From an optimization exercise on the open Yosys and OpenROAD flow, aimed at small area, a short achievable clock period and few clock cycles per item; shortcuts taken in it are not production practice. The RTL was checked by simulation tests, not by an equivalence proof against the original design.

## flow/design.v

```verilog
module keccak_round (
    input  wire [1599:0] s_in,
    input  wire [4:0]    rnd,
    output wire [1599:0] s_out
);
    function [63:0] rotl(input [63:0] v, input integer n);
        begin
            rotl = (n == 0) ? v : ((v << n) | (v >> (64 - n)));
        end
    endfunction
    function integer rho_off(input integer i);
        begin
            case (i)
                0:  rho_off = 0;   1:  rho_off = 1;   2:  rho_off = 62;  3:  rho_off = 28;  4:  rho_off = 27;
                5:  rho_off = 36;  6:  rho_off = 44;  7:  rho_off = 6;   8:  rho_off = 55;  9:  rho_off = 20;
                10: rho_off = 3;   11: rho_off = 10;  12: rho_off = 43;  13: rho_off = 25;  14: rho_off = 39;
                15: rho_off = 41;  16: rho_off = 45;  17: rho_off = 15;  18: rho_off = 21;  19: rho_off = 8;
                20: rho_off = 18;  21: rho_off = 2;   22: rho_off = 61;  23: rho_off = 56;  24: rho_off = 14;
                default: rho_off = 0;
            endcase
        end
    endfunction
    reg [63:0] rc;
    always @* begin
        case (rnd)
            5'd0:  rc = 64'h0000000000000001;
            5'd1:  rc = 64'h0000000000008082;
            5'd2:  rc = 64'h800000000000808A;
            5'd3:  rc = 64'h8000000080008000;
            5'd4:  rc = 64'h000000000000808B;
            5'd5:  rc = 64'h0000000080000001;
            5'd6:  rc = 64'h8000000080008081;
            5'd7:  rc = 64'h8000000000008009;
            5'd8:  rc = 64'h000000000000008A;
            5'd9:  rc = 64'h0000000000000088;
            5'd10: rc = 64'h0000000080008009;
            5'd11: rc = 64'h000000008000000A;
            5'd12: rc = 64'h000000008000808B;
            5'd13: rc = 64'h800000000000008B;
            5'd14: rc = 64'h8000000000008089;
            5'd15: rc = 64'h8000000000008003;
            5'd16: rc = 64'h8000000000008002;
            5'd17: rc = 64'h8000000000000080;
            5'd18: rc = 64'h000000000000800A;
            5'd19: rc = 64'h800000008000000A;
            5'd20: rc = 64'h8000000080008081;
            5'd21: rc = 64'h8000000000008080;
            5'd22: rc = 64'h0000000080000001;
            5'd23: rc = 64'h8000000080008008;
            default: rc = 64'h0;
        endcase
    end
    wire [63:0] a [0:24];
    wire [63:0] c [0:4];
    wire [63:0] d [0:4];
    wire [63:0] t [0:24];    
    wire [63:0] b [0:24];    
    wire [63:0] e [0:24];    
    genvar x, y;
    generate
        for (y = 0; y < 5; y = y + 1) begin : g_in
            for (x = 0; x < 5; x = x + 1) begin : g_x
                assign a[x + 5*y] = s_in[64*(x + 5*y) +: 64];
            end
        end
        for (x = 0; x < 5; x = x + 1) begin : g_c
            assign c[x] = a[x] ^ a[x + 5] ^ a[x + 10] ^ a[x + 15] ^ a[x + 20];
        end
        for (x = 0; x < 5; x = x + 1) begin : g_d
            assign d[x] = c[(x + 4) % 5] ^ rotl(c[(x + 1) % 5], 1);
        end
        for (y = 0; y < 5; y = y + 1) begin : g_t
            for (x = 0; x < 5; x = x + 1) begin : g_x
                assign t[x + 5*y] = a[x + 5*y] ^ d[x];
            end
        end
        for (y = 0; y < 5; y = y + 1) begin : g_b
            for (x = 0; x < 5; x = x + 1) begin : g_x
                assign b[y + 5*((2*x + 3*y) % 5)] = rotl(t[x + 5*y], rho_off(x + 5*y));
            end
        end
        for (y = 0; y < 5; y = y + 1) begin : g_e
            for (x = 0; x < 5; x = x + 1) begin : g_x
                assign e[x + 5*y] = b[x + 5*y] ^ (~b[(x + 1) % 5 + 5*y] & b[(x + 2) % 5 + 5*y]);
            end
        end
        for (y = 0; y < 5; y = y + 1) begin : g_out
            for (x = 0; x < 5; x = x + 1) begin : g_x
                if (x == 0 && y == 0) begin : g_iota
                    assign s_out[63:0] = e[0] ^ rc;
                end else begin : g_pass
                    assign s_out[64*(x + 5*y) +: 64] = e[x + 5*y];
                end
            end
        end
    endgenerate
endmodule
module shake256_core (
    input  wire         clk,
    input  wire         rst,
    input  wire         in_valid,
    output wire         in_ready,
    input  wire [63:0]  in_data,
    input  wire         in_last,
    input  wire [3:0]   in_nbytes,    
    output wire         out_valid,
    output wire [511:0] out_digest
);
    localparam [1:0] S_ABSORB = 2'd0, S_PERM = 2'd1, S_PAD = 2'd2, S_DONE = 2'd3;
    localparam [4:0] LAST_WORD = 5'd16;      
    localparam [4:0] LAST_ROUND = 5'd23;
    reg [1:0]    state;
    reg [1599:0] st;
    reg [4:0]    wcnt;        
    reg [4:0]    rnd;
    reg          final_blk;   
    reg          pad_pending;
    wire [1599:0] st_round;
    keccak_round u_round (.s_in(st), .rnd(rnd), .s_out(st_round));
    assign in_ready   = (state == S_ABSORB);
    assign out_valid  = (state == S_DONE);
    assign out_digest = st[511:0];
    wire take = in_valid && in_ready;
    reg [63:0] word;
    integer k;
    always @* begin
        word = in_data;
        if (in_last) begin
            for (k = 0; k < 8; k = k + 1) begin
                if (k >= in_nbytes)  word[8*k +: 8] = 8'h00;
                if (k == in_nbytes)  word[8*k +: 8] = 8'h1F;
            end
        end
    end
    wire [1599:0] pad_end = {512'd0, 8'h80, 1080'd0};
    wire full_last = in_last && (in_nbytes >= 4'd8);    
    reg [1599:0] absorb;
    integer i;
    always @* begin
        absorb = 1600'd0;
        for (i = 0; i < 17; i = i + 1) begin
            if (wcnt == i)
                absorb[64*i +: 64] = word;
            if (in_last && !(full_last && wcnt == LAST_WORD) && full_last && wcnt + 5'd1 == i)
                absorb[64*i +: 64] = absorb[64*i +: 64] ^ 64'h1F;
        end
        if (in_last && !(full_last && wcnt == LAST_WORD))
            absorb = absorb ^ pad_end;
    end
    always @(posedge clk) begin
        if (rst) begin
            state       <= S_ABSORB;
            st          <= 1600'd0;
            wcnt        <= 5'd0;
            rnd         <= 5'd0;
            final_blk   <= 1'b0;
            pad_pending <= 1'b0;
        end else begin
            case (state)
                S_ABSORB: begin
                    if (take) begin
                        st <= st ^ absorb;
                        if (in_last || wcnt == LAST_WORD) begin
                            wcnt  <= 5'd0;
                            rnd   <= 5'd0;
                            state <= S_PERM;
                            final_blk   <= in_last && !(full_last && wcnt == LAST_WORD);
                            pad_pending <= in_last && full_last && wcnt == LAST_WORD;
                        end else begin
                            wcnt <= wcnt + 5'd1;
                        end
                    end
                end
                S_PERM: begin
                    st  <= st_round;
                    rnd <= rnd + 5'd1;
                    if (rnd == LAST_ROUND) begin
                        if (final_blk)
                            state <= S_DONE;
                        else if (pad_pending)
                            state <= S_PAD;
                        else
                            state <= S_ABSORB;
                    end
                end
                S_PAD: begin
                    st          <= st ^ pad_end ^ {1536'd0, 64'h1F};
                    pad_pending <= 1'b0;
                    final_blk   <= 1'b1;
                    rnd         <= 5'd0;
                    state       <= S_PERM;
                end
                S_DONE: begin
                    st    <= 1600'd0;
                    state <= S_ABSORB;
                end
                default: state <= S_ABSORB;
            endcase
        end
    end
endmodule
```

## flow/run.sh

```bash
#!/bin/bash
# synth_recipe.tcl (not shown) runs the flow's synth.tcl, then flattens the netlist and writes it again
# the make line also repeats each setting of config.mk as NAME=value (left out here)
make -C /OpenROAD-flow-scripts/flow DESIGN_CONFIG=/design/flow/config.mk WORK_HOME=/design/flow/orfs CLKGATE_MAP_FILE= SYNTH_SCRIPT=/design/flow/synth_recipe.tcl finish
```

## flow/config.mk

```make
export PLATFORM = sky130hd
export DESIGN_NAME = shake256_core
export DESIGN_NICKNAME = shake256_core
export VERILOG_FILES = /design/flow/design.v
export SDC_FILE = /design/flow/constraint.sdc
export NUM_CORES = 4
export LEC_CHECK = 0
export CAP_MARGIN = 20
export CORE_MARGIN = 2
export CORE_UTILIZATION = 25
export SLEW_MARGIN = 20
```

## flow/constraint.sdc

```tcl
create_clock -name core_clock -period 6.0 [get_ports {clk}]
set_input_delay 1.2000 -clock core_clock [delete_from_list [all_inputs] [get_ports {clk}]]
set_output_delay 1.2000 -clock core_clock [all_outputs]
set_load 0.01 [all_outputs]
```

==> results of run 1 <==
## logic make-up (layout without fill, tap and decap cells)
family                     after synthesis  in the layout  synth area share [%]
other                                    0            146                     0
muxes                                   16             16                 0.107
adders and majority gates               19             19                 0.156
buffers and inverters                 1486           1754                  4.96
DFF                                   1621           1621                  21.3
xor gates and xnor gates              5513           5513                  47.2
AOI/OAI and AO/OA                     3220           3220                  14.5
and+or+nand+nor                       3802           3802                  11.7
## placed cells by master (no fill, tap or decap), types with 50 or more instances in the layout
| cell | synthesis | layout |
|---|---|---|
| a211o_1 | 59 | 59 |
| a21oi_1 | 488 | 485 |
| a221oi_1 | 826 | 825 |
| a22o_1 | 512 | 512 |
| a31oi_1 | 101 | 101 |
| buf_12 | 0 | 66 |
| buf_4 | 512 | 645 |
| clkbuf_16 | 0 | 236 |
| clkbuf_8 | 0 | 57 |
| clkdlybuf4s50_1 | 0 | 584 |
| clkinv_2 | 0 | 59 |
| dfxtp_1 | 1621 | 1621 |
| diode_2 | 0 | 146 |
| nand2_1 | 587 | 574 |
| nand2b_1 | 268 | 267 |
| nand3_1 | 56 | 53 |
| nand4_1 | 60 | 60 |
| nor2_1 | 1860 | 1857 |
| nor2b_1 | 769 | 767 |
| nor2b_2 | 70 | 71 |
| o21ai_0 | 1069 | 1069 |
| xnor2_1 | 2501 | 2323 |
| xnor2_2 | 70 | 233 |
| xnor2_4 | 251 | 266 |
| xnor3_1 | 1281 | 1250 |
| xnor3_2 | 19 | 50 |
| xor2_1 | 1366 | 1295 |
| xor2_2 | 4 | 69 |
## per-layer routing
| metal | vias up | track usage [%] |
|---|---|---|
| li1 | 53726 | - |
| met1 | 71559 | 45.2 |
| met2 | 11394 | 51.2 |
| met3 | 2865 | 17.0 |
| met4 | 62 | 38.0 |
| met5 | - | 0 |
## flip-flops by register name (all words and copies together), names as in the netlist
signal,flops
st,1600
u_round.rc,7
rnd,5
wcnt,5
state,2
final_blk,1
pad_pending,1
## final cells by class
| type | count | share of cell area (%) |
|---|---|---|
| antenna | 146 | 0.205 |
| clock buffer | 321 | 3.81 |
| clock inverter | 109 | 0.793 |
| inverter | 20 | 0.0478 |
| multi-input combinational | 12570 | 64.4 |
| sequential | 1621 | 18.2 |
| tap | 8064 | 5.67 |
| timing repair buffer | 1304 | 6.84 |
## metrics by stage
| step | util [%] | hold WS (ps) |
|---|---|---|
| floorplan | - | 447 |
| global placement | 27.9 | 469 |
| detailed placement | 27.9 | 474 |
| CTS | 29.3 | 483 |
| global route | 29.3 | 489 |
| finish | 29.4 | 484 |
## path summary, 6_finish.rpt
path / startpoint / to / slack (ps) / cells after the start
worst min-delay path: final_blk / final_blk / 480 / 2
worst max-delay path: wcnt[0] / u_round.rc[7] / 1230 / 11
worst min register to register: final_blk / final_blk / 480 / 2
worst max register to register: wcnt[0] / u_round.rc[7] / 1230 / 11
## worst max-delay path: cells and delay by family (launching register included)
family	cells	cell delay, ps
compound gates	5	2130
simple gates	3	1120
fa+ha+maj	2	890
flops	1	360
buf+inv	1	120
==> results.tsv, run 1 <==
stage	metric	value	unit
floorplanning	Placement Rows	286	
drt	wire per inst	51.2	µm
logic_synthesis	post-synthesis average cell area	9.70	µm²
sta	final setup margin	1230	ps
drt	vias per std cell	5.78	
logic_synthesis	sequential share of the synthesized area	21.3	%
drt	Vias	139606	
place	IO Port Bufs	585	
logic_synthesis	Yosys cell types	75	
setup_path	Crit Path Category	reg -> reg	
setup_path	Crit path largest cell delay	850	ps
min_path	hold crit path type	reg -> reg	
clock_tree	Sink Count	1621	
global_routing	antenna violations before repair	196	
floorplanning	core area	0.606	mm²
clock_tree	Post-CTS Setup Bufs	0	
logic_synthesis	Post-synth top cells	xnor2_1, nor2_1, dfxtp_1	
final_layout	multi-input logic area	0.115	mm²
sta	slew margin rel.	4.70	%
sta	Slew Viols, Final	0	
drt	antenna-violating nets left	0	
drt	DRC viols	0	
floorplanning	num ports	586	
clock_tree	clock latency (worst-skew pair)	1110	ps
final_layout	# nets final	15843	
sta	Final Hold Fails	0	
logic_synthesis	synthesized area	0.152	mm²
outcome	outcome	no timing/DRC/antenna violations	
logic_synthesis	Main synth FF type	dfxtp_1	
logic_synthesis	Yosys top cell area share	21.3	%
logic_synthesis	cell with the most instances after synthesis	xnor2_1	
place	dpl cells	23576	
floorplanning	Starting Density	25.1	%
final_layout	fill count	63206	
drt	Routed met2 length	468	mm
drt	metal3 WL	168	mm
logic_synthesis	area leader, netlist	dfxtp_1	
sta	measured slew at the worst slew-check pin	1420	ps
logic_synthesis	flops & latches, synth	1621	
global_routing	vias in the first global route	122457	
clock_tree	CTS Root Cell	clkbuf_16	
final_layout	area delta synth->final	17.1	%
job	Max-cap violations	0	
logic_synthesis	Synth area leaders	dfxtp_1, xnor3_1, xnor2_1, xor2_1, a221oi_1	
sta	max frequency	210	MHz
logic_synthesis	YS warnings	2	
sta	setup TNS	0	ps
clock_tree	maximum root-to-sink buffer count	4	
sta	final setup fails	0	
final_layout	ratio of cells with drive above 1 in the final layout	11.9	%
drt	DRT Wirelength	1240	mm
floorplanning	Die Height	784	µm
floorplanning	die area	0.614	mm²
drt	Pre-antenna DRT Iters	9	
logic_synthesis	Gate Count Post-Synth	15677	
setup_path	CP required	6870	ps
clock_tree	Post-CTS Resized	0	
final_layout	post-route insts no fill	24155	
global_routing	GRT Util Overall	38.6	%
drt	DR iter-0 viols	24156	
sta	Max Clock Skew	116	ps
logic_synthesis	Async SR Flop Fraction	0	%
clock_tree	cts hold-fix bufs	0	
logic_synthesis	post-synthesis net count	15768	
setup_path	CP Data Arrival Time	5640	ps
clock_tree	H-tree depth	4	
setup_path	cell breakdown of the critical path	inv_1, ha_1, nand4bb_4, a311o_1, or3b_2, a21oi_2, ha_1, nand2_1, a21oi_1, a31oi_1, o32ai_1	
sta	RSZ-0062 raised after global routing	no	
setup_path	slowest CP cell	o32ai_1	
clock_tree	TritonCTS buffer count	235	
setup_path	CP Launch Type	flop	
logic_synthesis	Post-synth EDFFs	0	
place	DP Worst Slack	993	ps
place	Placed Area	0.169	mm²
clock_tree	clock-pin slew on the worst setup and hold paths	60	ps
clock_tree	TritonCTS clock tree	built	
final_layout	fin area	0.178	mm²
drt	Metal-1 WL	449	mm
setup_path	critical-path maximum fanout	9	
final_layout	area occupied by registers	0.0325	mm²
drt	DR top layer	met5	
global_routing	gr ovfl total	0	
sta	Period Utilization, post-route	79.5	%
sta	Final Critical Period	4770	ps
setup_path	critical path's most frequent cell	ha_1	
global_routing	largest net degree at the start of global routing	168	
floorplanning	Chip Width	784	µm
place	Detailed Place HPWL	1010	mm
setup_path	Critical Path End Type	flop	
global_routing	first-pass GRT wire length	1520	mm
place	GPL Wtd Cong	1.13	
Testbench counts, summed over its fixed seeds: cycles 84,112, bytes 231,548.
==> inputs of run 2 (changes only) <==
--- a/flow/design.v
+++ b/flow/design.v
@@ -106,21 +106,25 @@
     output wire         out_valid,
     output wire [511:0] out_digest
 );
-    localparam [1:0] S_ABSORB = 2'd0, S_PERM = 2'd1, S_PAD = 2'd2, S_DONE = 2'd3;
-    localparam [4:0] LAST_WORD = 5'd16;      
     localparam [4:0] LAST_ROUND = 5'd23;
-    reg [1:0]    state;
+    reg [1087:0] bbuf;
+    reg [4:0]    bcnt;        
+    reg          filling;     
+    reg          pad1f;       
+    reg          bfinal;      
     reg [1599:0] st;
-    reg [4:0]    wcnt;        
+    reg          busy;        
     reg [4:0]    rnd;
-    reg          final_blk;   
-    reg          pad_pending;
-    wire [1599:0] st_round;
-    keccak_round u_round (.s_in(st), .rnd(rnd), .s_out(st_round));
-    assign in_ready   = (state == S_ABSORB);
-    assign out_valid  = (state == S_DONE);
+    reg          cfinal;      
+    reg          done;        
+    wire bfull = (bcnt == 5'd17);
+    wire lane16 = (bcnt == 5'd16);
+    assign in_ready   = !bfull && !filling;
+    assign out_valid  = done;
     assign out_digest = st[511:0];
-    wire take = in_valid && in_ready;
+    wire take  = in_valid && in_ready;
+    wire fill  = filling && !bfull;
+    wire shift = take || fill;
     reg [63:0] word;
     integer k;
     always @* begin
@@ -130,72 +134,63 @@
                 if (k >= in_nbytes)  word[8*k +: 8] = 8'h00;
                 if (k == in_nbytes)  word[8*k +: 8] = 8'h1F;
             end
+            if (lane16 && !in_nbytes[3]) word[63:56] = word[63:56] | 8'h80;
         end
     end
-    wire [1599:0] pad_end = {512'd0, 8'h80, 1080'd0};
-    wire full_last = in_last && (in_nbytes >= 4'd8);    
-    reg [1599:0] absorb;
-    integer i;
-    always @* begin
-        absorb = 1600'd0;
-        for (i = 0; i < 17; i = i + 1) begin
-            if (wcnt == i)
-                absorb[64*i +: 64] = word;
-            if (in_last && !(full_last && wcnt == LAST_WORD) && full_last && wcnt + 5'd1 == i)
-                absorb[64*i +: 64] = absorb[64*i +: 64] ^ 64'h1F;
-        end
-        if (in_last && !(full_last && wcnt == LAST_WORD))
-            absorb = absorb ^ pad_end;
+    wire [63:0] fword = {lane16, 7'd0, 48'd0, 3'd0, {5{pad1f}}};
+    wire [63:0] sword = filling ? fword : word;
+    wire last_rnd = busy && (rnd == LAST_ROUND);
+    wire cont     = last_rnd && !cfinal;             
+    wire stall    = cont && !bfull;
+    wire load     = bfull && (!busy || cont);        
+    wire xin      = !busy || cont;                   
+    wire [1599:0] st_round;
+    keccak_round u_round (.s_in(st), .rnd(rnd), .s_out(st_round));
+    wire [1599:0] st_next = ({1600{busy}} & st_round) ^ {512'd0, {1088{xin}} & bbuf};
+    always @(posedge clk) begin
+        if (!stall)
+            st <= st_next;
+        if (shift)
+            bbuf <= {sword, bbuf[1087:64]};
     end
     always @(posedge clk) begin
         if (rst) begin
-            state       <= S_ABSORB;
-            st          <= 1600'd0;
-            wcnt        <= 5'd0;
-            rnd         <= 5'd0;
-            final_blk   <= 1'b0;
-            pad_pending <= 1'b0;
+            bcnt    <= 5'd0;
+            filling <= 1'b0;
+            pad1f   <= 1'b0;
+            bfinal  <= 1'b0;
+            busy    <= 1'b0;
+            rnd     <= 5'd0;
+            cfinal  <= 1'b0;
+            done    <= 1'b0;
         end else begin
-            case (state)
-                S_ABSORB: begin
-                    if (take) begin
-                        st <= st ^ absorb;
-                        if (in_last || wcnt == LAST_WORD) begin
-                            wcnt  <= 5'd0;
-                            rnd   <= 5'd0;
-                            state <= S_PERM;
-                            final_blk   <= in_last && !(full_last && wcnt == LAST_WORD);
-                            pad_pending <= in_last && full_last && wcnt == LAST_WORD;
-                        end else begin
-                            wcnt <= wcnt + 5'd1;
-                        end
+            if (load) begin
+                bcnt <= 5'd0;
+            end else if (shift) begin
+                bcnt <= bcnt + 5'd1;
+                if (fill) begin
+                    bfinal <= 1'b1;
+                    pad1f  <= 1'b0;
+                    if (lane16)
+                        filling <= 1'b0;
+                end else begin
+                    bfinal <= in_last && !(lane16 && in_nbytes[3]);
+                    if (in_last && !(lane16 && !in_nbytes[3])) begin
+                        filling <= 1'b1;
+                        pad1f   <= in_nbytes[3];
                     end
                 end
-                S_PERM: begin
-                    st  <= st_round;
-                    rnd <= rnd + 5'd1;
-                    if (rnd == LAST_ROUND) begin
-                        if (final_blk)
-                            state <= S_DONE;
-                        else if (pad_pending)
-                            state <= S_PAD;
-                        else
-                            state <= S_ABSORB;
-                    end
-                end
-                S_PAD: begin
-                    st          <= st ^ pad_end ^ {1536'd0, 64'h1F};
-                    pad_pending <= 1'b0;
-                    final_blk   <= 1'b1;
-                    rnd         <= 5'd0;
-                    state       <= S_PERM;
-                end
-                S_DONE: begin
-                    st    <= 1600'd0;
-                    state <= S_ABSORB;
-                end
-                default: state <= S_ABSORB;
-            endcase
+            end
+            done <= last_rnd && cfinal;
+            if (load) begin
+                busy   <= 1'b1;
+                rnd    <= 5'd0;
+                cfinal <= bfinal;
+            end else if (busy && !stall) begin
+                rnd <= rnd + 5'd1;
+                if (last_rnd)
+                    busy <= 1'b0;
+            end
         end
     end
 endmodule
==> results.tsv, run 2 <==
stage	metric	value	unit	change
logic_synthesis	YS warnings	2		unchanged
clock_tree	H-tree depth	5		+1
sta	Final Hold Fails	0		unchanged
place	Detailed Place HPWL	1080	mm	+7.4%
logic_synthesis	flops & latches, synth	2711		+67%
final_layout	most frequent cells in the layout	edfxtp_1, a21oi_1, xnor2_1, xnor3_1, nand2_1		
sta	setup TNS	0	ps	unchanged
logic_synthesis	cell with the most instances after synthesis	edfxtp_1		
logic_synthesis	Yosys cell types	57		-24%
floorplanning	Placement Rows	329		+15%
global_routing	gr ovfl total	0		unchanged
final_layout	ratio of cells with drive above 1 in the final layout	18.3	%	+6.3 points
global_routing	GRT Util Overall	30.1	%	-8.6 points
final_layout	Biggest register	st		
setup_path	Critical Path End Type	flop		
logic_synthesis	Synth area leaders	edfxtp_1, xnor3_1, xnor2_2, xnor2_1, a21oi_1		
job	Max-cap violations	1		+1
logic_synthesis	post-synthesis average cell area	13.2	µm²	+36%
setup_path	CP Launch Type	flop		
floorplanning	num ports	586		unchanged
place	GPL Wtd Cong	1.14		+0.87%
clock_tree	clock latency (worst-skew pair)	1120	ps	about the same
sta	Period Utilization, post-route	73.7	%	-5.8 points
final_layout	# nets final	15767		-0.48%
logic_synthesis	Main synth FF type	edfxtp_1		
sta	Slew Viols, Final	3		+3
final_layout	multi-input logic area	0.115	mm²	+0.29%
logic_synthesis	Async SR Flop Fraction	0	%	unchanged
global_routing	antenna violations before repair	160		-18%
clock_tree	cts hold-fix bufs	0		unchanged
drt	DR iter-0 viols	24491		+1.4%
floorplanning	core area	0.801	mm²	+32%
sta	RSZ-0062 raised after global routing	no		
drt	Pre-antenna DRT Iters	9		unchanged
clock_tree	maximum root-to-sink buffer count	4		unchanged
sta	measured slew at the worst slew-check pin	1610	ps	+192 ps
logic_synthesis	Post-synth top cells	edfxtp_1, a21oi_1, xnor2_1		
drt	antenna-violating nets left	0		unchanged
floorplanning	die area	0.810	mm²	+32%
clock_tree	TritonCTS buffer count	350		+49%
setup_path	Crit Path Category	reg -> reg		
place	dpl cells	25923		+10%
final_layout	max FFs per register	1600		unchanged
drt	Vias	136905		-1.9%
final_layout	fin util	29.0	%	-0.33 points
sta	max frequency	226	MHz	+7.8%
final_layout	fill count	80706		+28%
logic_synthesis	Post-synth EDFFs	2688		+2688
outcome	SO Faults	max-capacitance violations, max-slew violations		
setup_path	critical-path maximum fanout	9		unchanged
final_layout	most common library cell in the layout ignoring fill and taps	edfxtp_1		
clock_tree	Post-CTS Resized	0		unchanged
clock_tree	clock-pin slew on the worst setup and hold paths	60	ps	about the same
min_path	hold crit path type	reg -> reg		
sta	final setup fails	0		unchanged
floorplanning	Chip Width	900	µm	+15%
clock_tree	Sink Count	2711		+67%
drt	vias per std cell	5.14		-11%
clock_tree	Post-CTS Setup Bufs	0		unchanged
global_routing	first-pass GRT wire length	1530	mm	+0.73%
logic_synthesis	sequential share of the synthesized area	40.4	%	+19 points
logic_synthesis	synthesized area	0.201	mm²	+32%
sta	slew margin rel.	-8.38	%	-13 points
outcome	outcome	failed layout checks		
sta	Final Critical Period	4420	ps	-347 ps
final_layout	area delta synth->final	15.9	%	
logic_synthesis	Yosys top cell area share	40.2	%	+19 points
place	IO Port Bufs	585		unchanged
clock_tree	TritonCTS clock tree	built		
sta	Max Clock Skew	123	ps	+7.10 ps
drt	DRC viols	0		unchanged
setup_path	CP Data Arrival Time	5190	ps	-450 ps
floorplanning	Starting Density	25.0	%	-0.031 points
drt	wire per inst	47.5	µm	-7.3%
floorplanning	Die Height	900	µm	+15%
global_routing	vias in the first global route	120146		-1.9%
clock_tree	CTS Root Cell	clkbuf_16		
global_routing	largest net degree at the start of global routing	180		+7.1%
logic_synthesis	area leader, netlist	edfxtp_1		
logic_synthesis	post-synthesis net count	15297		-3.0%
final_layout	area occupied by registers	0.0812	mm²	+150%
drt	DRT Wirelength	1260	mm	+2.2%
final_layout	post-route insts no fill	26621		+10%
setup_path	CP required	6770	ps	-100 ps
logic_synthesis	Gate Count Post-Synth	15214		-3.0%
## run 2: cell types whose count changed after synthesis, sizes merged, moves of 512 or more
cell / delta
a221oi: -825
edfxtp: +2688
xor2: -861
nor2: -1178
mux2i: +915
a21oi: +1436
dfxtp: -1598
a22o: -512
o21ai: -933
## run 2: layout make-up
type / instances / area share [%]
clock inverters: 222 / 1.04
repair buffers: 1179 / 4.72
clock buffers: 424 / 3.90
inverters: 168 / 0.271
diodes: 51 / 0.0549
multi-input cells: 11274 / 49.4
flip-flops and latches: 2711 / 34.9
well taps: 10592 / 5.70
## run 2: path summary, 6_finish.rpt
path / from / endpoint / slack, ps / cells after the start
max reg2reg: st[162] / st[638] / 1580 / 7
min: bbuf[217] / bbuf[153] / 410 / 0
max: st[162] / st[638] / 1580 / 7
min reg2reg: bbuf[217] / bbuf[153] / 410 / 0
## run 2: layer usage
layer | GRT usage [%] | part of all wire [%] | up-vias
li1 | - | - | 54065
met1 | 39.5 | 40 | 72038
met2 | 41.1 | 39 | 9223
met3 | 9.17 | 11 | 1543
met4 | 23.0 | 9.7 | 36
met5 | 0 | 0.026 | -
## run 2: per-stage QoR
stage / setup slack (ps) / hold slack (ps) / area (µm²)
final: 1580 / 410 / 233000
after global routing: 1690 / 423 / 232000
after CTS: 1710 / 400 / 232000
after detailed placement: 1460 / 458 / 221000
after global placement: 1460 / 454 / 221000
after floorplan: -12280 / 441 / 201000
## run 2: logic make-up after synthesis
group | synth area share (%)
mux | 4.64
fa+ha+maj | 0.0686
simple gates | 9.54
xor+xnor | 35.5
compound gates | 6.53
flops | 40.4
buf+inv | 3.26
## run 2: critical path: stages, from the launching register on
cell      delay [ps]
edfxtp_1         700
xnor3_1          570
xnor2_4          680
xnor3_1         1240
nor2b_4          350
xnor2_2          140
mux2i_1          240
a21oi_1          100
Testbench counts of run 2, summed over its fixed seeds: cycles 54,834, bytes 231,548.
==> inputs of run 3 (changes only) <==
--- a/flow/design.v
+++ b/flow/design.v
@@ -107,6 +107,11 @@
     output wire [511:0] out_digest
 );
     localparam [4:0] LAST_ROUND = 5'd23;
+    reg [63:0]   idata;
+    reg          ilast;
+    reg [3:0]    inb;
+    reg          ivld;        
+    reg          rdy;
     reg [1087:0] bbuf;
     reg [4:0]    bcnt;        
     reg          filling;     
@@ -117,44 +122,63 @@
     reg [4:0]    rnd;
     reg          cfinal;      
     reg          done;        
-    wire bfull = (bcnt == 5'd17);
+    wire bfull  = (bcnt == 5'd17);
     wire lane16 = (bcnt == 5'd16);
-    assign in_ready   = !bfull && !filling;
+    assign in_ready   = rdy;
     assign out_valid  = done;
     assign out_digest = st[511:0];
-    wire take  = in_valid && in_ready;
-    wire fill  = filling && !bfull;
-    wire shift = take || fill;
-    reg [63:0] word;
-    integer k;
-    always @* begin
-        word = in_data;
-        if (in_last) begin
-            for (k = 0; k < 8; k = k + 1) begin
-                if (k >= in_nbytes)  word[8*k +: 8] = 8'h00;
-                if (k == in_nbytes)  word[8*k +: 8] = 8'h1F;
-            end
-            if (lane16 && !in_nbytes[3]) word[63:56] = word[63:56] | 8'h80;
-        end
-    end
-    wire [63:0] fword = {lane16, 7'd0, 48'd0, 3'd0, {5{pad1f}}};
-    wire [63:0] sword = filling ? fword : word;
+    wire take = in_valid && rdy;
     wire last_rnd = busy && (rnd == LAST_ROUND);
     wire cont     = last_rnd && !cfinal;             
     wire stall    = cont && !bfull;
     wire load     = bfull && (!busy || cont);        
     wire xin      = !busy || cont;                   
+    wire wshift = ivld;                              
+    wire fshift = filling && (!bfull || load);       
+    wire shift  = wshift || fshift;
+    reg [63:0] word;
+    integer k;
+    always @* begin
+        word = idata;
+        if (ilast) begin
+            for (k = 0; k < 8; k = k + 1) begin
+                if (k >= inb)  word[8*k +: 8] = 8'h00;
+                if (k == inb)  word[8*k +: 8] = 8'h1F;
+            end
+            if (lane16 && !inb[3]) word[63:56] = word[63:56] | 8'h80;
+        end
+    end
+    wire [63:0] fword = {lane16, 7'd0, 48'd0, 3'd0, {5{pad1f}}};
+    wire [63:0] sword = filling ? fword : word;
+    wire [4:0] bcnt_base = load ? 5'd0 : bcnt;
+    wire [4:0] bcnt_n    = bcnt_base + {4'd0, shift};
+    reg filling_n;
+    always @* begin
+        filling_n = filling;
+        if (fshift && lane16)
+            filling_n = 1'b0;
+        else if (wshift && ilast && !(lane16 && !inb[3]))
+            filling_n = 1'b1;
+    end
     wire [1599:0] st_round;
     keccak_round u_round (.s_in(st), .rnd(rnd), .s_out(st_round));
-    wire [1599:0] st_next = ({1600{busy}} & st_round) ^ {512'd0, {1088{xin}} & bbuf};
+    wire sel_r = busy && !stall;
+    wire sel_h = stall;
+    wire sel_b = xin && !stall;
+    wire [1599:0] st_next = (({1600{sel_r}} & st_round) | ({1600{sel_h}} & st))
+                          ^ {512'd0, {1088{sel_b}} & bbuf};
     always @(posedge clk) begin
-        if (!stall)
-            st <= st_next;
+        idata <= in_data;
+        ilast <= in_last;
+        inb   <= in_nbytes;
+        st <= st_next;
         if (shift)
             bbuf <= {sword, bbuf[1087:64]};
     end
     always @(posedge clk) begin
         if (rst) begin
+            ivld    <= 1'b0;
+            rdy     <= 1'b0;
             bcnt    <= 5'd0;
             filling <= 1'b0;
             pad1f   <= 1'b0;
@@ -164,23 +188,17 @@
             cfinal  <= 1'b0;
             done    <= 1'b0;
         end else begin
-            if (load) begin
-                bcnt <= 5'd0;
-            end else if (shift) begin
-                bcnt <= bcnt + 5'd1;
-                if (fill) begin
-                    bfinal <= 1'b1;
-                    pad1f  <= 1'b0;
-                    if (lane16)
-                        filling <= 1'b0;
-                end else begin
-                    bfinal <= in_last && !(lane16 && in_nbytes[3]);
-                    if (in_last && !(lane16 && !in_nbytes[3])) begin
-                        filling <= 1'b1;
-                        pad1f   <= in_nbytes[3];
-                    end
-                end
-            end
+            ivld <= take;
+            rdy  <= !(take && in_last) && !filling_n && (bcnt_n + {4'd0, take} <= 5'd16);
+            bcnt <= bcnt_n;
+            if (fshift) begin
+                bfinal <= 1'b1;
+                pad1f  <= 1'b0;
+            end else if (wshift) begin
+                bfinal <= ilast && !(lane16 && inb[3]);
+                pad1f  <= ilast && inb[3];
+            end
+            filling <= filling_n;
             done <= last_rnd && cfinal;
             if (load) begin
                 busy   <= 1'b1;
--- a/flow/config.mk
+++ b/flow/config.mk
@@ -7,5 +7,6 @@
 export LEC_CHECK = 0
 export CAP_MARGIN = 20
 export CORE_MARGIN = 2
-export CORE_UTILIZATION = 25
+export CORE_UTILIZATION = 45
+export SETUP_SLACK_MARGIN = 3.0
 export SLEW_MARGIN = 20
==> results.tsv, run 3 <==
stage	metric	value	unit	change
outcome	outcome	no timing/DRC/antenna violations		
clock_tree	maximum root-to-sink buffer count	4		unchanged
logic_synthesis	area leader, netlist	dfxtp_1		
sta	Max Clock Skew	59.8	ps	-63.5 ps
clock_tree	clock latency (worst-skew pair)	1060	ps	-60 ps
global_routing	antenna violations before repair	155		-3.1%
drt	DRC viols	0		unchanged
drt	vias per std cell	6.58		+28%
setup_path	slowest CP cell	xnor2_2		
final_layout	Biggest register	st		
logic_synthesis	Main synth FF type	dfxtp_1		
drt	DRT Wirelength	1220	mm	-3.3%
place	dpl cells	22119		-15%
final_layout	most frequent cells in the layout	nand2_1, xnor2_1, dfxtp_1, edfxtp_1, o21ai_0		
floorplanning	Die Height	652	µm	-28%
clock_tree	CTS Root Cell	clkbuf_16		
logic_synthesis	Synth area leaders	dfxtp_1, edfxtp_1, xnor3_1, xor3_1, xnor2_1		
clock_tree	TritonCTS buffer count	342		-2.3%
final_layout	post-route insts no fill	23989		-9.9%
final_layout	area delta synth->final	23.1	%	
sta	Slew Viols, Final	0		-3
sta	slew margin rel.	5.64	%	+14 points
floorplanning	Starting Density	45.3	%	+20 points
final_layout	max FFs per register	1600		unchanged
setup_path	critical-path maximum fanout	9		unchanged
place	GPL Wtd Cong	1.17		+2.5%
logic_synthesis	Post-synth EDFFs	1088		-60%
floorplanning	Placement Rows	237		-28%
logic_synthesis	flops & latches, synth	2782		+2.6%
sta	RSZ-0062 raised after global routing	yes		
place	IO Port Bufs	585		unchanged
place	Detailed Place HPWL	959	mm	-11%
job	Max-cap violations	0		-1
drt	DR iter-0 viols	28276		+15%
logic_synthesis	Yosys cell types	61		+7.0%
floorplanning	die area	0.425	mm²	-48%
logic_synthesis	YS warnings	2		unchanged
sta	Final Hold Fails	0		unchanged
sta	final setup fails	0		unchanged
min_path	hold crit path type	reg -> reg		
sta	setup TNS	0	ps	unchanged
setup_path	Crit Path Category	reg -> reg		
global_routing	vias in the first global route	134538		+12%
floorplanning	core area	0.417	mm²	-48%
floorplanning	num ports	586		unchanged
floorplanning	Chip Width	652	µm	-28%
clock_tree	H-tree depth	5		unchanged
drt	antenna-violating nets left	0		unchanged
sta	max frequency	315	MHz	+39%
drt	Pre-antenna DRT Iters	8		-1
setup_path	cell breakdown of the critical path	xnor3_1, xnor2_2, buf_4, xor2_1, xnor2_2, nor2_1, xor2_1, o31ai_1		
logic_synthesis	sequential share of the synthesized area	35.3	%	-5.2 points
global_routing	largest net degree at the start of global routing	154		-14%
logic_synthesis	post-synthesis average cell area	11.2	µm²	-16%
logic_synthesis	synthesized area	0.189	mm²	-5.9%
sta	Final Critical Period	3170	ps	-1250 ps
clock_tree	clock-pin slew on the worst setup and hold paths	70	ps	about the same
final_layout	ratio of cells with drive above 1 in the final layout	23.4	%	+5.1 points
sta	Period Utilization, post-route	52.8	%	-21 points
setup_path	CP Launch Type	flop		
clock_tree	TritonCTS clock tree	built		
setup_path	Critical Path End Type	flop		
logic_synthesis	Async SR Flop Fraction	0	%	unchanged
setup_path	CP required	6900	ps	+130 ps
global_routing	GRT Util Overall	55.4	%	+25 points
sta	measured slew at the worst slew-check pin	1420	ps	-199 ps
setup_path	CP Data Arrival Time	4070	ps	-1120 ps
global_routing	first-pass GRT wire length	1510	mm	-1.2%
drt	Vias	157762		+15%
final_layout	# nets final	18113		+15%
setup_path	Crit path largest cell delay	810	ps	-430 ps
drt	wire per inst	51.0	µm	+7.3%
global_routing	gr ovfl total	0		unchanged
logic_synthesis	Post-synth top cells	nand2_1, dfxtp_1, xnor2_1		
logic_synthesis	cell with the most instances after synthesis	nand2_1		
final_layout	most common library cell in the layout ignoring fill and taps	nand2_1		
logic_synthesis	Yosys top cell area share	18.0	%	-22 points
logic_synthesis	post-synthesis net count	17018		+11%
logic_synthesis	Gate Count Post-Synth	16936		+11%
clock_tree	Sink Count	2782		+2.6%
-- run 3: final timing paths --
path            from        to  slack, ps  cells past startpoint
max          st[639]  st[1384]       2830                      8
min           bfinal    cfinal        480                      2
max reg2reg  st[639]  st[1384]       2830                      8
min reg2reg   bfinal    cfinal        480                      2
-- run 3: metal layers --
layer / track usage [%] / up-vias / routed length [µm]
li1: - / 61826 / -
met1: 66.1 / 79735 / 426000
met2: 68.6 / 13513 / 446000
met3: 30.2 / 2628 / 207000
met4: 52.5 / 60 / 142000
met5: 1.82 / - / 1630
-- run 3: logic make-up after synthesis --
logic type | after synthesis | synth area share [%]
flops | 2782 | 35.3
compound gates | 2854 | 11.3
fa+ha+maj | 11 | 0.0716
buf+inv | 1417 | 3.86
simple gates | 4346 | 9.62
xor+xnor | 4513 | 34.6
mux | 1013 | 5.37
-- run 3: repair_timing --
action                      CTS  global route
gates cloned                 23            19
setup endpoints to repair  2984          1322
pin swaps                   300           147
hold buffers                  0             0
buffers inserted            826           197
gates resized for setup    2724           394
hold endpoints to repair      0             0
-- run 3: critical path: cells and delay by family, from the launching register on --
kind | cells | cell delay [ps]
AOI/OAI and AO/OA | 1 | 250
xor gates and xnor gates | 5 | 1780
buffers and inverters | 1 | 230
DFF | 1 | 550
and+or+nand+nor | 1 | 170
-- run 3: metrics by stage --
stage	cell area (µm²)	hold WS [ps]	util, %	setup slack, ps
after floorplan	189000	429	-	-4890
after global placement	200000	461	48.0	1860
after detailed placement	201000	468	48.1	1840
after CTS	228000	476	54.6	2840
after global routing	232000	500	55.6	2820
final	232000	481	55.7	2830
-- run 3: area by class of cell --
class | instances | area, µm²
Antenna cell | 170 | 425
Clock buffer | 481 | 9740
Clock inverter | 154 | 1740
Fill cell | 35149 | 185000
Inverter | 10 | 50.0
Multi-Input combinational cell | 12741 | 122000
Sequential cell | 2782 | 68000
Tap cell | 5497 | 6880
Timing Repair Buffer | 2154 | 23600
Testbench counts of run 3, summed over its fixed seeds: cycles 54,846, bytes 231,548.
==> inputs of run 4 (changes only) <==
--- a/flow/design.v
+++ b/flow/design.v
@@ -120,19 +120,20 @@
     reg [1599:0] st;
     reg          busy;        
     reg [4:0]    rnd;
+    reg          rlast;       
     reg          cfinal;      
     reg          done;        
-    wire bfull  = (bcnt == 5'd17);
-    wire lane16 = (bcnt == 5'd16);
+    reg          bfull;       
+    reg          b16;         
+    wire         b15 = (bcnt == 5'd15);
     assign in_ready   = rdy;
     assign out_valid  = done;
     assign out_digest = st[511:0];
     wire take = in_valid && rdy;
-    wire last_rnd = busy && (rnd == LAST_ROUND);
-    wire cont     = last_rnd && !cfinal;             
-    wire stall    = cont && !bfull;
-    wire load     = bfull && (!busy || cont);        
-    wire xin      = !busy || cont;                   
+    wire cont  = rlast && !cfinal;                   
+    wire stall = cont && !bfull;
+    wire load  = bfull && (!busy || cont);           
+    wire xin   = !busy || cont;                      
     wire wshift = ivld;                              
     wire fshift = filling && (!bfull || load);       
     wire shift  = wshift || fshift;
@@ -145,19 +146,20 @@
                 if (k >= inb)  word[8*k +: 8] = 8'h00;
                 if (k == inb)  word[8*k +: 8] = 8'h1F;
             end
-            if (lane16 && !inb[3]) word[63:56] = word[63:56] | 8'h80;
-        end
-    end
-    wire [63:0] fword = {lane16, 7'd0, 48'd0, 3'd0, {5{pad1f}}};
+            if (b16 && !inb[3]) word[63:56] = word[63:56] | 8'h80;
+        end
+    end
+    wire [63:0] fword = {b16, 7'd0, 48'd0, 3'd0, {5{pad1f}}};
     wire [63:0] sword = filling ? fword : word;
-    wire [4:0] bcnt_base = load ? 5'd0 : bcnt;
-    wire [4:0] bcnt_n    = bcnt_base + {4'd0, shift};
+    wire       bfull_n = !load && (bfull || (b16 && shift));
+    wire       b16_n   = !load && ((b15 && shift) || (b16 && !shift));
+    wire [4:0] bcnt_n  = (load ? 5'd0 : bcnt) + {4'd0, shift};
     reg filling_n;
     always @* begin
         filling_n = filling;
-        if (fshift && lane16)
+        if (fshift && b16)
             filling_n = 1'b0;
-        else if (wshift && ilast && !(lane16 && !inb[3]))
+        else if (wshift && ilast && !(b16 && !inb[3]))
             filling_n = 1'b1;
     end
     wire [1599:0] st_round;
@@ -171,7 +173,7 @@
         idata <= in_data;
         ilast <= in_last;
         inb   <= in_nbytes;
-        st <= st_next;
+        st    <= st_next;
         if (shift)
             bbuf <= {sword, bbuf[1087:64]};
     end
@@ -180,33 +182,40 @@
             ivld    <= 1'b0;
             rdy     <= 1'b0;
             bcnt    <= 5'd0;
+            bfull   <= 1'b0;
+            b16     <= 1'b0;
             filling <= 1'b0;
             pad1f   <= 1'b0;
             bfinal  <= 1'b0;
             busy    <= 1'b0;
             rnd     <= 5'd0;
+            rlast   <= 1'b0;
             cfinal  <= 1'b0;
             done    <= 1'b0;
         end else begin
             ivld <= take;
-            rdy  <= !(take && in_last) && !filling_n && (bcnt_n + {4'd0, take} <= 5'd16);
-            bcnt <= bcnt_n;
+            rdy  <= !(take && in_last) && !filling_n && !bfull_n && !(b16_n && take);
+            bcnt  <= bcnt_n;
+            bfull <= bfull_n;
+            b16   <= b16_n;
             if (fshift) begin
                 bfinal <= 1'b1;
                 pad1f  <= 1'b0;
             end else if (wshift) begin
-                bfinal <= ilast && !(lane16 && inb[3]);
+                bfinal <= ilast && !(b16 && inb[3]);
                 pad1f  <= ilast && inb[3];
             end
             filling <= filling_n;
-            done <= last_rnd && cfinal;
+            done <= rlast && cfinal;
             if (load) begin
                 busy   <= 1'b1;
                 rnd    <= 5'd0;
+                rlast  <= 1'b0;
                 cfinal <= bfinal;
             end else if (busy && !stall) begin
-                rnd <= rnd + 5'd1;
-                if (last_rnd)
+                rnd   <= rnd + 5'd1;
+                rlast <= (rnd == LAST_ROUND - 5'd1);
+                if (rlast)
                     busy <= 1'b0;
             end
         end
==> results.tsv, run 4 <==
stage	metric	value	unit	change
clock_tree	TritonCTS clock tree	built		
floorplanning	core area	0.435	mm²	+4.3%
final_layout	most frequent cells in the layout	nand2_1, xnor2_1, o21ai_0, dfxtp_1, buf_4		
clock_tree	Sink Count	2785		+0.11%
clock_tree	clock-pin slew on the worst setup and hold paths	60	ps	about the same
setup_path	CP required	6910	ps	about the same
place	GPL Wtd Cong	1.15		-2.1%
setup_path	Largest delay share family, worst path	XOR/XNOR gates		
clock_tree	TritonCTS buffer count	345		+0.88%
logic_synthesis	cell with the most instances after synthesis	nand2_1		
floorplanning	Die Height	666	µm	+2.1%
floorplanning	num ports	586		unchanged
drt	wire per inst	49.8	µm	-2.3%
place	IO Port Bufs	585		unchanged
place	Detailed Place HPWL	992	mm	+3.4%
setup_path	worst path bufs/invs	0		-1
job	Max-cap violations	0		unchanged
outcome	outcome	no timing/DRC/antenna violations		
final_layout	# nets final	19380		+7.0%
global_routing	antenna violations before repair	167		+7.7%
final_layout	fin area	0.238	mm²	+2.3%
sta	RSZ-0062 raised after global routing	yes		
setup_path	Crit Path Category	reg -> reg		
logic_synthesis	Post-synth EDFFs	1088		unchanged
final_layout	ratio of cells with drive above 1 in the final layout	21.2	%	-2.2 points
logic_synthesis	post-synthesis average cell area	10.7	µm²	-4.0%
place	Placed Area	0.208	mm²	+3.9%
global_routing	gr ovfl total	0		unchanged
drt	Vias	168231		+6.6%
final_layout	most common library cell in the layout ignoring fill and taps	nand2_1		
drt	DRT Wirelength	1270	mm	+3.7%
global_routing	first-pass GRT wire length	1590	mm	+5.3%
drt	DRC viols	0		unchanged
setup_path	cell breakdown of the critical path	xnor3_1, xnor2_4, xor2_1, xnor2_2, nor2_1, xnor2_1, o22ai_1		
setup_path	CP Data Arrival Time	4110	ps	+40 ps
global_routing	GRT Util Overall	55.3	%	about the same
final_layout	multi-input logic area	0.128	mm²	+5.1%
global_routing	grt peak-use layer	met2		
logic_synthesis	post-synthesis net count	18485		+8.6%
final_layout	fin util	54.7	%	-1.0 points
sta	Final Hold Fails	0		unchanged
final_layout	Biggest register	st		
setup_path	R2R depth	7		-1
place	dpl cells	23658		+7.0%
final_layout	max FFs per register	1600		unchanged
sta	Period Utilization, post-route	53.3	%	+0.44 points
drt	Pre-antenna DRT Iters	7		-1
logic_synthesis	Yosys top cell area share	17.2	%	-0.71 points
floorplanning	die area	0.443	mm²	+4.3%
setup_path	critical-path maximum fanout	9		unchanged
clock_tree	clock latency (worst-skew pair)	1060	ps	about the same
min_path	hold crit path type	reg -> reg		
final_layout	fill count	37401		+6.4%
clock_tree	maximum root-to-sink buffer count	4		unchanged
floorplanning	Chip Width	666	µm	+2.1%
global_routing	met2 GRT Util	69.0	%	+0.39 points
sta	final setup margin	2800	ps	-26.2 ps
logic_synthesis	Synth area leaders	dfxtp_1, edfxtp_1, xor3_1, xnor2_1, nand2_1		
setup_path	CP Launch Type	flop		
sta	final setup fails	0		unchanged
global_routing	vias in the first global route	145018		+7.8%
drt	antenna-violating nets left	0		unchanged
global_routing	M1 GR Usage	65.8	%	-0.27 points
setup_path	Crit path largest cell delay	680	ps	-130 ps
logic_synthesis	Async SR Flop Fraction	0	%	unchanged
sta	Slew Viols, Final	0		unchanged
logic_synthesis	area leader, netlist	dfxtp_1		
sta	final hold slack	462	ps	-19.3 ps
logic_synthesis	flops & latches, synth	2785		+0.11%
clock_tree	CTS Root Cell	clkbuf_16		
clock_tree	H-tree depth	5		unchanged
logic_synthesis	sequential share of the synthesized area	33.8	%	-1.4 points
logic_synthesis	Yosys cell types	60		-1.6%
logic_synthesis	Gate Count Post-Synth	18402		+8.7%
global_routing	largest net degree at the start of global routing	162		+5.2%
clock_tree	cts hold-fix bufs	0		unchanged
logic_synthesis	YS warnings	2		unchanged
final_layout	area delta synth->final	20.7	%	
floorplanning	Starting Density	45.3	%	about the same
sta	Final Critical Period	3200	ps	+26.2 ps
floorplanning	Placement Rows	242		+2.1%
logic_synthesis	Main synth FF type	dfxtp_1		
sta	setup TNS	0	ps	unchanged
global_routing	grt met3 use	29.7	%	-0.47 points
final_layout	area occupied by registers	0.0679	mm²	about the same
setup_path	Critical Path End Type	flop		
min_path	Hold Path Depth	2		unchanged
place	DP Worst Slack	2050	ps	+209 ps
sta	Max Clock Skew	59.5	ps	-0.307 ps
final_layout	post-route insts no fill	25485		+6.2%
drt	DR iter-0 viols	27145		-4.0%
setup_path	critical path depth	7		-1
sta	measured slew at the worst slew-check pin	1240	ps	-175 ps
setup_path	slowest CP cell	xnor2_2		
drt	vias per std cell	6.60		+0.38%
logic_synthesis	Post-synth top cells	nand2_1, xnor2_1, dfxtp_1		
sta	slew margin rel.	17.3	%	+12 points
logic_synthesis	synthesized area	0.197	mm²	+4.3%
sta	max frequency	313	MHz	-0.82%
-- run 4: changes by cell type after synthesis, sizes merged, moves of 585 or more --
cell     previous run  this run
o21ai            1089      1674
a221o            1011         0
o211a               1       947
mux2i            1012         0
nor2b             267      1056
a31oi              10       949
a2bb2oi             1       946
-- run 4: layer usage --
layer / share of wire (%) / wire, µm
met4: 12 / 152000
met5: 0.17 / 2150
met3: 16 / 207000
met2: 36 / 462000
met1: 35 / 444000
-- run 4: path summary, 6_finish.rpt --
| path | start | to | slack (ps) |
|---|---|---|---|
| max | st[1539] | st[1148] | 2800 |
| min | bfinal | cfinal | 460 |
| min reg2reg | bfinal | cfinal | 460 |
| max reg2reg | st[1539] | st[1148] | 2800 |
-- run 4: timing repair --
item | in CTS | in global routing
buffers inserted | 681 | 334
pin swaps | 215 | 163
gates cloned | 9 | 2
setup endpoints to repair | 3120 | 1546
resized for setup | 2620 | 312
-- run 4: cell families after synthesis --
logic type | count (synthesis) | share of synthesized area, %
DFF | 2785 | 33.8
and+or+nand+nor | 4627 | 10.8
muxes | 4 | 0.0286
buffers and inverters | 1679 | 4.19
adders and majority gates | 11 | 0.0699
xor gates and xnor gates | 4495 | 33.7
AOI/OAI and AO/OA | 4801 | 17.3
-- run 4: worst min-delay path: stages (launching register included) --
cell	delay, ps
dfxtp_1	320
nand2_1	50
a21oi_1	50
-- run 4: area by class of cell --
cell class / count / share of cell area [%]
clock buffer: 472 / 4.01
inverter: 75 / 0.128
antenna: 156 / 0.164
tap: 5734 / 3.02
timing repair buffer: 2151 / 9.44
sequential: 2785 / 28.6
multi-input combinational: 13939 / 53.9
clock inverter: 173 / 0.797
Testbench counts of run 4, summed over its fixed seeds: cycles 54,846, bytes 231,548.
==> inputs of run 5 (changes only) <==
--- a/flow/design.v
+++ b/flow/design.v
@@ -107,11 +107,7 @@
     output wire [511:0] out_digest
 );
     localparam [4:0] LAST_ROUND = 5'd23;
-    reg [63:0]   idata;
-    reg          ilast;
-    reg [3:0]    inb;
-    reg          ivld;        
-    reg          rdy;
+    reg          rdy;         
     reg [1087:0] bbuf;
     reg [4:0]    bcnt;        
     reg          filling;     
@@ -134,19 +130,19 @@
     wire stall = cont && !bfull;
     wire load  = bfull && (!busy || cont);           
     wire xin   = !busy || cont;                      
-    wire wshift = ivld;                              
+    wire wshift = take;                              
     wire fshift = filling && (!bfull || load);       
     wire shift  = wshift || fshift;
     reg [63:0] word;
     integer k;
     always @* begin
-        word = idata;
-        if (ilast) begin
+        word = in_data;
+        if (in_last) begin
             for (k = 0; k < 8; k = k + 1) begin
-                if (k >= inb)  word[8*k +: 8] = 8'h00;
-                if (k == inb)  word[8*k +: 8] = 8'h1F;
-            end
-            if (b16 && !inb[3]) word[63:56] = word[63:56] | 8'h80;
+                if (k >= in_nbytes)  word[8*k +: 8] = 8'h00;
+                if (k == in_nbytes)  word[8*k +: 8] = 8'h1F;
+            end
+            if (b16 && !in_nbytes[3]) word[63:56] = word[63:56] | 8'h80;
         end
     end
     wire [63:0] fword = {b16, 7'd0, 48'd0, 3'd0, {5{pad1f}}};
@@ -159,7 +155,7 @@
         filling_n = filling;
         if (fshift && b16)
             filling_n = 1'b0;
-        else if (wshift && ilast && !(b16 && !inb[3]))
+        else if (wshift && in_last && !(b16 && !in_nbytes[3]))
             filling_n = 1'b1;
     end
     wire [1599:0] st_round;
@@ -170,16 +166,12 @@
     wire [1599:0] st_next = (({1600{sel_r}} & st_round) | ({1600{sel_h}} & st))
                           ^ {512'd0, {1088{sel_b}} & bbuf};
     always @(posedge clk) begin
-        idata <= in_data;
-        ilast <= in_last;
-        inb   <= in_nbytes;
         st    <= st_next;
         if (shift)
             bbuf <= {sword, bbuf[1087:64]};
     end
     always @(posedge clk) begin
         if (rst) begin
-            ivld    <= 1'b0;
             rdy     <= 1'b0;
             bcnt    <= 5'd0;
             bfull   <= 1'b0;
@@ -193,8 +185,7 @@
             cfinal  <= 1'b0;
             done    <= 1'b0;
         end else begin
-            ivld <= take;
-            rdy  <= !(take && in_last) && !filling_n && !bfull_n && !(b16_n && take);
+            rdy  <= !filling_n && !bfull_n;
             bcnt  <= bcnt_n;
             bfull <= bfull_n;
             b16   <= b16_n;
@@ -202,8 +193,8 @@
                 bfinal <= 1'b1;
                 pad1f  <= 1'b0;
             end else if (wshift) begin
-                bfinal <= ilast && !(b16 && inb[3]);
-                pad1f  <= ilast && inb[3];
+                bfinal <= in_last && !(b16 && in_nbytes[3]);
+                pad1f  <= in_last && in_nbytes[3];
             end
             filling <= filling_n;
             done <= rlast && cfinal;
--- a/flow/config.mk
+++ b/flow/config.mk
@@ -7,6 +7,6 @@
 export LEC_CHECK = 0
 export CAP_MARGIN = 20
 export CORE_MARGIN = 2
-export CORE_UTILIZATION = 45
+export CORE_UTILIZATION = 40
 export SETUP_SLACK_MARGIN = 3.0
 export SLEW_MARGIN = 20
==> results.tsv, run 5 <==
stage	metric	value	unit	change
place	dpl cells	24560		+3.8%
sta	final hold slack	454	ps	-7.65 ps
global_routing	first-pass GRT wire length	1640	mm	+3.0%
global_routing	gr ovfl total	0		unchanged
logic_synthesis	post-synthesis net count	18516		+0.17%
logic_synthesis	synthesized area	0.194	mm²	-1.6%
drt	wire per inst	49.7	µm	-0.22%
sta	Period Utilization, post-route	56.2	%	+2.9 points
setup_path	cell breakdown of the critical path	or3b_4, buf_12, buf_16, o211ai_1, o211ai_1		
final_layout	fin util	50.3	%	-4.4 points
clock_tree	CTS Root Cell	clkbuf_16		
sta	measured slew at the worst slew-check pin	1330	ps	+85.5 ps
logic_synthesis	post-synthesis average cell area	10.5	µm²	-1.8%
logic_synthesis	Post-synth top cells	nand2_1, o211ai_1, xnor2_1		
global_routing	largest net degree at the start of global routing	161		-0.62%
sta	Final Critical Period	3370	ps	+175 ps
final_layout	max FFs per register	1600		unchanged
drt	DRC viols	0		unchanged
global_routing	GRT Util Overall	52.0	%	-3.4 points
floorplanning	Die Height	700	µm	+5.2%
floorplanning	Chip Width	700	µm	+5.2%
clock_tree	Sink Count	2715		-2.5%
clock_tree	H-tree depth	5		unchanged
setup_path	slowest CP cell	o211ai_1		
logic_synthesis	flops & latches, synth	2715		-2.5%
global_routing	antenna violations before repair	194		+16%
setup_path	Critical Path End Type	flop		
min_path	hold crit path type	reg -> reg		
drt	DRT Wirelength	1320	mm	+4.3%
setup_path	CP required	6800	ps	-110 ps
sta	final setup fails	0		unchanged
final_layout	most frequent cells in the layout	nand2_1, o211ai_1, nor2_1, buf_4, xnor2_1		
floorplanning	Placement Rows	255		+5.4%
place	IO Port Bufs	585		unchanged
logic_synthesis	Synth area leaders	edfxtp_1, dfxtp_1, xnor3_1, xnor2_1, o211ai_1		
clock_tree	TritonCTS clock tree	built		
final_layout	most common library cell in the layout ignoring fill and taps	nand2_1		
final_layout	Biggest register	st		
logic_synthesis	Async SR Flop Fraction	0	%	unchanged
sta	max frequency	297	MHz	-5.2%
drt	Pre-antenna DRT Iters	8		+1
logic_synthesis	Main synth FF type	dfxtp_1		
logic_synthesis	Post-synth EDFFs	1088		unchanged
final_layout	area delta synth->final	25.1	%	
place	GPL Wtd Cong	1.14		-0.45%
setup_path	critical-path maximum fanout	96		+87
drt	DR iter-0 viols	27825		+2.5%
logic_synthesis	YS warnings	2		unchanged
clock_tree	maximum root-to-sink buffer count	4		unchanged
setup_path	CP Data Arrival Time	4170	ps	+60 ps
sta	setup TNS	0	ps	unchanged
sta	RSZ-0062 raised after global routing	yes		
sta	Max Clock Skew	80.8	ps	+21.3 ps
sta	Slew Viols, Final	0		unchanged
drt	vias per std cell	6.43		-2.5%
final_layout	post-route insts no fill	26637		+4.5%
logic_synthesis	area leader, netlist	edfxtp_1		
logic_synthesis	sequential share of the synthesized area	33.7	%	-0.17 points
logic_synthesis	Gate Count Post-Synth	18433		+0.17%
clock_tree	TritonCTS buffer count	352		+2.0%
logic_synthesis	cell with the most instances after synthesis	nand2_1		
floorplanning	num ports	586		unchanged
floorplanning	die area	0.490	mm²	+11%
clock_tree	cts hold-fix bufs	0		unchanged
setup_path	critical path's most frequent cell	o211ai_1		
sta	Final Hold Fails	0		unchanged
logic_synthesis	Yosys cell types	60		unchanged
clock_tree	clock-pin slew on the worst setup and hold paths	70	ps	about the same
setup_path	Crit path largest cell delay	1060	ps	+380 ps
clock_tree	clock latency (worst-skew pair)	1080	ps	+20 ps
place	Detailed Place HPWL	1060	mm	+6.7%
floorplanning	core area	0.482	mm²	+11%
sta	slew margin rel.	11.6	%	-5.7 points
drt	antenna-violating nets left	0		unchanged
outcome	outcome	no timing/DRC/antenna violations		
setup_path	CP Launch Type	flop		
floorplanning	Starting Density	40.2	%	-5.1 points
drt	Vias	171390		+1.9%
final_layout	# nets final	19864		+2.5%
setup_path	Crit Path Category	reg -> reg		
global_routing	vias in the first global route	147904		+2.0%
final_layout	ratio of cells with drive above 1 in the final layout	25.4	%	+4.1 points
job	Max-cap violations	0		unchanged
logic_synthesis	Yosys top cell area share	16.9	%	-0.39 points
run 5: cell count changes in the layout (fill, tap and decap cells not counted), sizes merged, moves of 389 or more:
cell	previous run	this run
nor2b	1056	378
nor2	309	1555
buf	1600	1989
o2111ai	0	661
o211ai	143	2079
nand2	2898	2293
a21oi	21	847
o211a	947	0
xnor3	463	1391
a31oi	949	2
xor3	1009	81
a2bb2oi	946	0
o21ai	1674	498
run 5: critical path, delay by kind of cell (launching register included):
family | cells | cell delay [ps]
compound gates | 2 | 1210
buf+inv | 2 | 720
flops | 1 | 440
simple gates | 1 | 310
run 5: layout make-up:
| cell class | instances | area (µm²) |
|---|---|---|
| timing repair buffer | 2507 | 25900 |
| inverter | 8 | 30.0 |
| antenna | 127 | 318 |
| sequential | 2715 | 66800 |
| multi-input combinational | 14197 | 130000 |
| clock buffer | 509 | 10100 |
| clock inverter | 149 | 1740 |
| tap | 6425 | 8040 |
| fill | 43500 | 240000 |
run 5: worst paths after layout:
| path | slack, ps | from | endpoint | cells after the start |
|---|---|---|---|---|
| hold reg to reg | 450 | bbuf[180] | bbuf[116] | 0 |
| setup / recovery | 2630 | bfull | st[690] | 5 |
| setup reg to reg | 2630 | bfull | st[690] | 5 |
| hold / removal | 450 | bbuf[180] | bbuf[116] | 0 |
run 5: metrics by stage:
stage          setup slack, ps  instance area (µm²)
3_5_place_dp              1810               207000
4_1_cts                   2850               237000
3_3_place_gp              1670               207000
5_1_grt                   2860               242000
6_report                  2630               243000
2_1_floorplan            -4160               194000
run 5: metal layers:
metal	track usage [%]	routed length, µm	part of all wire [%]
met5	0.333	902	0.068
met4	51.8	163000	12
met3	24.9	202000	15
met2	66.4	491000	37
met1	61.7	466000	35
run 5: timing repair:
action / CTS / global route
gates resized for setup: 3429 / 613
gates cloned: 25 / 12
pin swaps: 404 / 230
endpoints found under the setup margin: 3152 / 759
setup buffers: 1064 / 191
run 5: logic make-up after synthesis:
group | count (synthesis) | synth area share (%)
mux | 391 | 2.23
buf+inv | 1527 | 3.97
simple gates | 4905 | 11.0
compound gates | 4343 | 15.5
fa+ha+maj | 12 | 0.0762
flops | 2715 | 33.7
xor+xnor | 4540 | 33.6
Testbench counts of run 5, summed over its fixed seeds: cycles 54,840, bytes 231,548.

## port drivers added, routing unchanged
In the flow no input, the clock included, has a driving cell. The finished layouts below were timed again as built, in two steps. Step 1 assumes that a clkbuf_16 drives the clock port and a buf_2 every other input. Step 2, shift: input delay + t, output delay - t, t = (earliest + latest rising clock arrival at the registers) / 2. This alone moves slack from input paths to output paths. Three values: ideal ports, drivers, drivers and shift; two values: the first two.
| run | t, ns | setup slack, ns | worst slew at a driven data input, ns | cell pins on the clock port's net |
|---|---|---|---|---|
| run 1 | 1.187 | 1.233 / 1.233 / 0.917 | 0.07 | 1 |
| run 2 | 1.196 | 1.579 / 1.579 / 1.579 | 0.04 | 1 |
| run 3 | 1.161 | 2.830 / 2.830 / 2.583 | 0.11 | 1 |
| run 4 | 1.171 | 2.804 / 2.804 / 2.501 | 0.06 | 1 |
| run 5 | 1.183 | 2.629 / 2.629 / 1.961 | 0.12 | 1 |
For run 5, which loses most, drivers alone change the setup slack by 0.000 ns; drivers and shift together by -0.668 ns.
